This design comes from an exercise in tuning for small area, a short achievable clock period and few clock cycles on the open sky130 flow, not from production work.
The RTL was checked by simulation tests, not by an equivalence proof against the original design.
No activity file was given, so power comes from the tool's default toggle rates.

## chk_unit
module chk_unit (
    input  wire        clk,
    input  wire        rst,
    input  wire        job_valid,
    output wire        job_ready,
    input  wire [31:0] job_cmd,
    input  wire [23:0] job_len,
    input  wire        in_valid,
    output wire        in_ready,
    input  wire [63:0] in_data,
    output reg         res_valid,
    output reg         res_refused,
    output reg  [2:0]  res_refuse_code,
    output reg  [31:0] res_result,
    output reg  [3:0]  res_code,
    output reg  [15:0] res_acount,
    output reg         res_copy,
    output reg  [47:0] res_tail,
    output reg  [2:0]  res_tail_len,
    input  wire        reg_wr,
    input  wire        reg_rd,
    input  wire [15:0] reg_addr,
    input  wire [31:0] reg_wdata,
    output reg  [31:0] reg_rdata
);
export LEC_CHECK = 0
export CAP_MARGIN = 20
export CORE_MARGIN = 2
export CORE_UTILIZATION = 35
export SLEW_MARGIN = 20
create_clock -name core_clock -period 20.0 [get_ports {clk}]
standard.sh (not shown) runs the stock make flow with config.mk's settings and CLKGATE_MAP_FILE= SYNTH_SCRIPT=/design/flow/synth_recipe.tcl, a recipe that flattens the netlist after the stock synthesis.
==> flow/flow/run.sh <==
#!/bin/bash
# The standard synthesis, unchanged, then the standard flow's own layout steps with
# repair_timing asked for more setup slack than the 20 ns clock needs, so
# that the layout is optimised towards a shorter period.  Each step's full
# output goes to a log file of its own in this folder.
set -euo pipefail
MARGIN=$(cat flow/margin.txt)
bash standard.sh synth > synth.log 2>&1
bash standard.sh SETUP_SLACK_MARGIN="$MARGIN" finish > layout.log 2>&1
==> flow/flow/margin.txt <==
14
Testbench counts at the start, summed over its fixed seeds: cycles 55,509.
==> next run, changes <==
--- a/flow/design.v
+++ b/flow/design.v
@@ -117,47 +117,48 @@
     reg [63:0] d_r;         
     reg [63:8] prev;        
     wire [7:0] prev_b [1:7];
     genvar gi;
     generate for (gi = 1; gi < 8; gi = gi + 1) begin : g_prev
         assign prev_b[gi] = prev[8*gi +: 8];
     end endgenerate
     reg [2:0]  e_m [0:7];   
     reg        p_v, p_first, p_lastin, p_crc, p_lastcrc, p_ovr, p_rx;
+    reg [7:0]  p_pad;       
     reg [3:0]  e_psel;      
     reg [15:0] e_cnt;       
     reg        e_fcrc, e_frx;
     reg [31:0] e_ss;        
     reg [2:0]  e_rc;        
     reg [31:0] s;           
     reg [15:0] cap_cnt;     
     reg        cap_ok;      
     reg  [63:0]  wa;
     reg  [63:0]  sp;
     always @(*) begin
         for (n = 0; n < 8; n = n + 1) begin
             if (e_m[n] <= n)
                 wa[8*n +: 8] = d_r[8*e_m[n] +: 8];
             else
-                wa[8*n +: 8] = p_first ? 8'd0 : prev_b[e_m[n]];
+                wa[8*n +: 8] = p_pad[n] ? 8'd0 : prev_b[e_m[n]];
             sp[8*n +: 8] = (e_m[n] <= n && e_m[n] <= 3'd3) ? e_ss[8*e_m[n][1:0] +: 8] : 8'd0;
         end
         if (p_ovr)
             wa[63:48] = e_cnt;
     end
     reg  [31:0]  sr;
     always @(*) begin
         sr = 32'd0;
         for (n = 0; n < 3; n = n + 1)
-            if (p_first && e_m[n] > n && e_m[n] <= 3'd3)
+            if (e_m[n] > n && e_m[n] <= 3'd3)
                 sr[8*n +: 8] = e_ss[8*e_m[n][1:0] +: 8];
     end
-    wire [63:0]  sx   = p_first ? sp : {32'd0, s};
+    wire [63:0]  sx   = sp ^ {32'd0, s & {32{~p_first}}};
     wire [63:0]  w    = wa ^ sx;
     wire [3:0]   psel = e_psel;
     wire [31:0]  t;
     assign t[0] =
         ((w[24] ^ w[25] ^ w[45] ^ w[49] ^ w[50] ^ w[61]) & (psel[3])) ^
         ((w[12] ^ w[15] ^ w[26] ^ w[44]) & (psel[2])) ^
         ((w[7] ^ w[51] ^ w[63]) & (psel[2] | psel[3])) ^
         ((w[6]) & (psel[1])) ^
         ((w[3] ^ w[9] ^ w[20] ^ w[32]) & (psel[1] | psel[3])) ^
@@ -512,27 +513,32 @@
             for (n = 0; n < 8; n = n + 1)
                 e_m[n] <= n - k_job;
             e_psel <= 4'b0001 << j_poly;
             e_cnt  <= rd_tx;
             e_fcrc <= dp1;
             e_frx  <= (j_op == OP_CHECK) && !dm1;
             e_ss   <= ss_job;
             e_rc   <= rc;
         end
+        if (p_v && p_first && !take_d)
+            e_ss <= 32'd0;
         if (in_valid) begin
             p_first   <= first_pend;
+            for (n = 0; n < 8; n = n + 1)
+                p_pad[n] <= first_pend && (n < k_job);
             p_lastin  <= lastin;
             p_crc     <= !(dm1 && lastin);
             p_lastcrc <= dm1 ? second : (!dp1 && lastin);
             p_ovr     <= app_alive && !dp1 && lastin;
             p_rx      <= dm1 && lastin;
         end else begin
             p_first   <= 1'b0;
+            p_pad     <= 8'd0;
             p_lastin  <= 1'b0;
             p_crc     <= e_fcrc;
             p_lastcrc <= e_fcrc;
             p_ovr     <= e_fcrc;
             p_rx      <= e_frx;
         end
         if (p_v && p_crc)
             s <= s_next;
         if (p_v && p_lastcrc)
=>
- sequential share of layout area shrinks by 0.86 points
- utilization shrinks by 0.54 points
- via count grows by about 1.8%
- power grows by about 7%
- non-clock buffer count shrinks by 19
- final area grows by 1.5%
- routed wire length shrinks by about 1%
Testbench counts after the change, summed over its fixed seeds: cycles 55,509.

[afterwards: timing with drivers on the ports]
In the flow no input, the clock included, has a driving cell. The finished layouts below were timed again as built, in two steps. Step 1 sets driving cells, clkbuf_16 on the clock port and buf_2 on the other inputs (assumed; they add their load-dependent delay and slew). Step 2, shift: input delay + t, output delay - t, t = (earliest + latest rising clock arrival at the registers) / 2. This alone moves slack from input paths to output paths. Three values: ideal ports, drivers, drivers and shift; two values: the first two.
run	t (ns)	slack for setup (ns)	hold WS [ns]
the first run	0.960	13.833 / 13.894 / 12.934	0.442 / 0.442 / 0.442
the second run	0.952	13.928 / 13.899 / 12.948	0.397 / 0.397 / 0.397
After both steps every run listed still meets setup and hold. The setup slack of the second run, which loses most, moves by -0.029 ns with the drivers and by -0.980 ns with both steps.
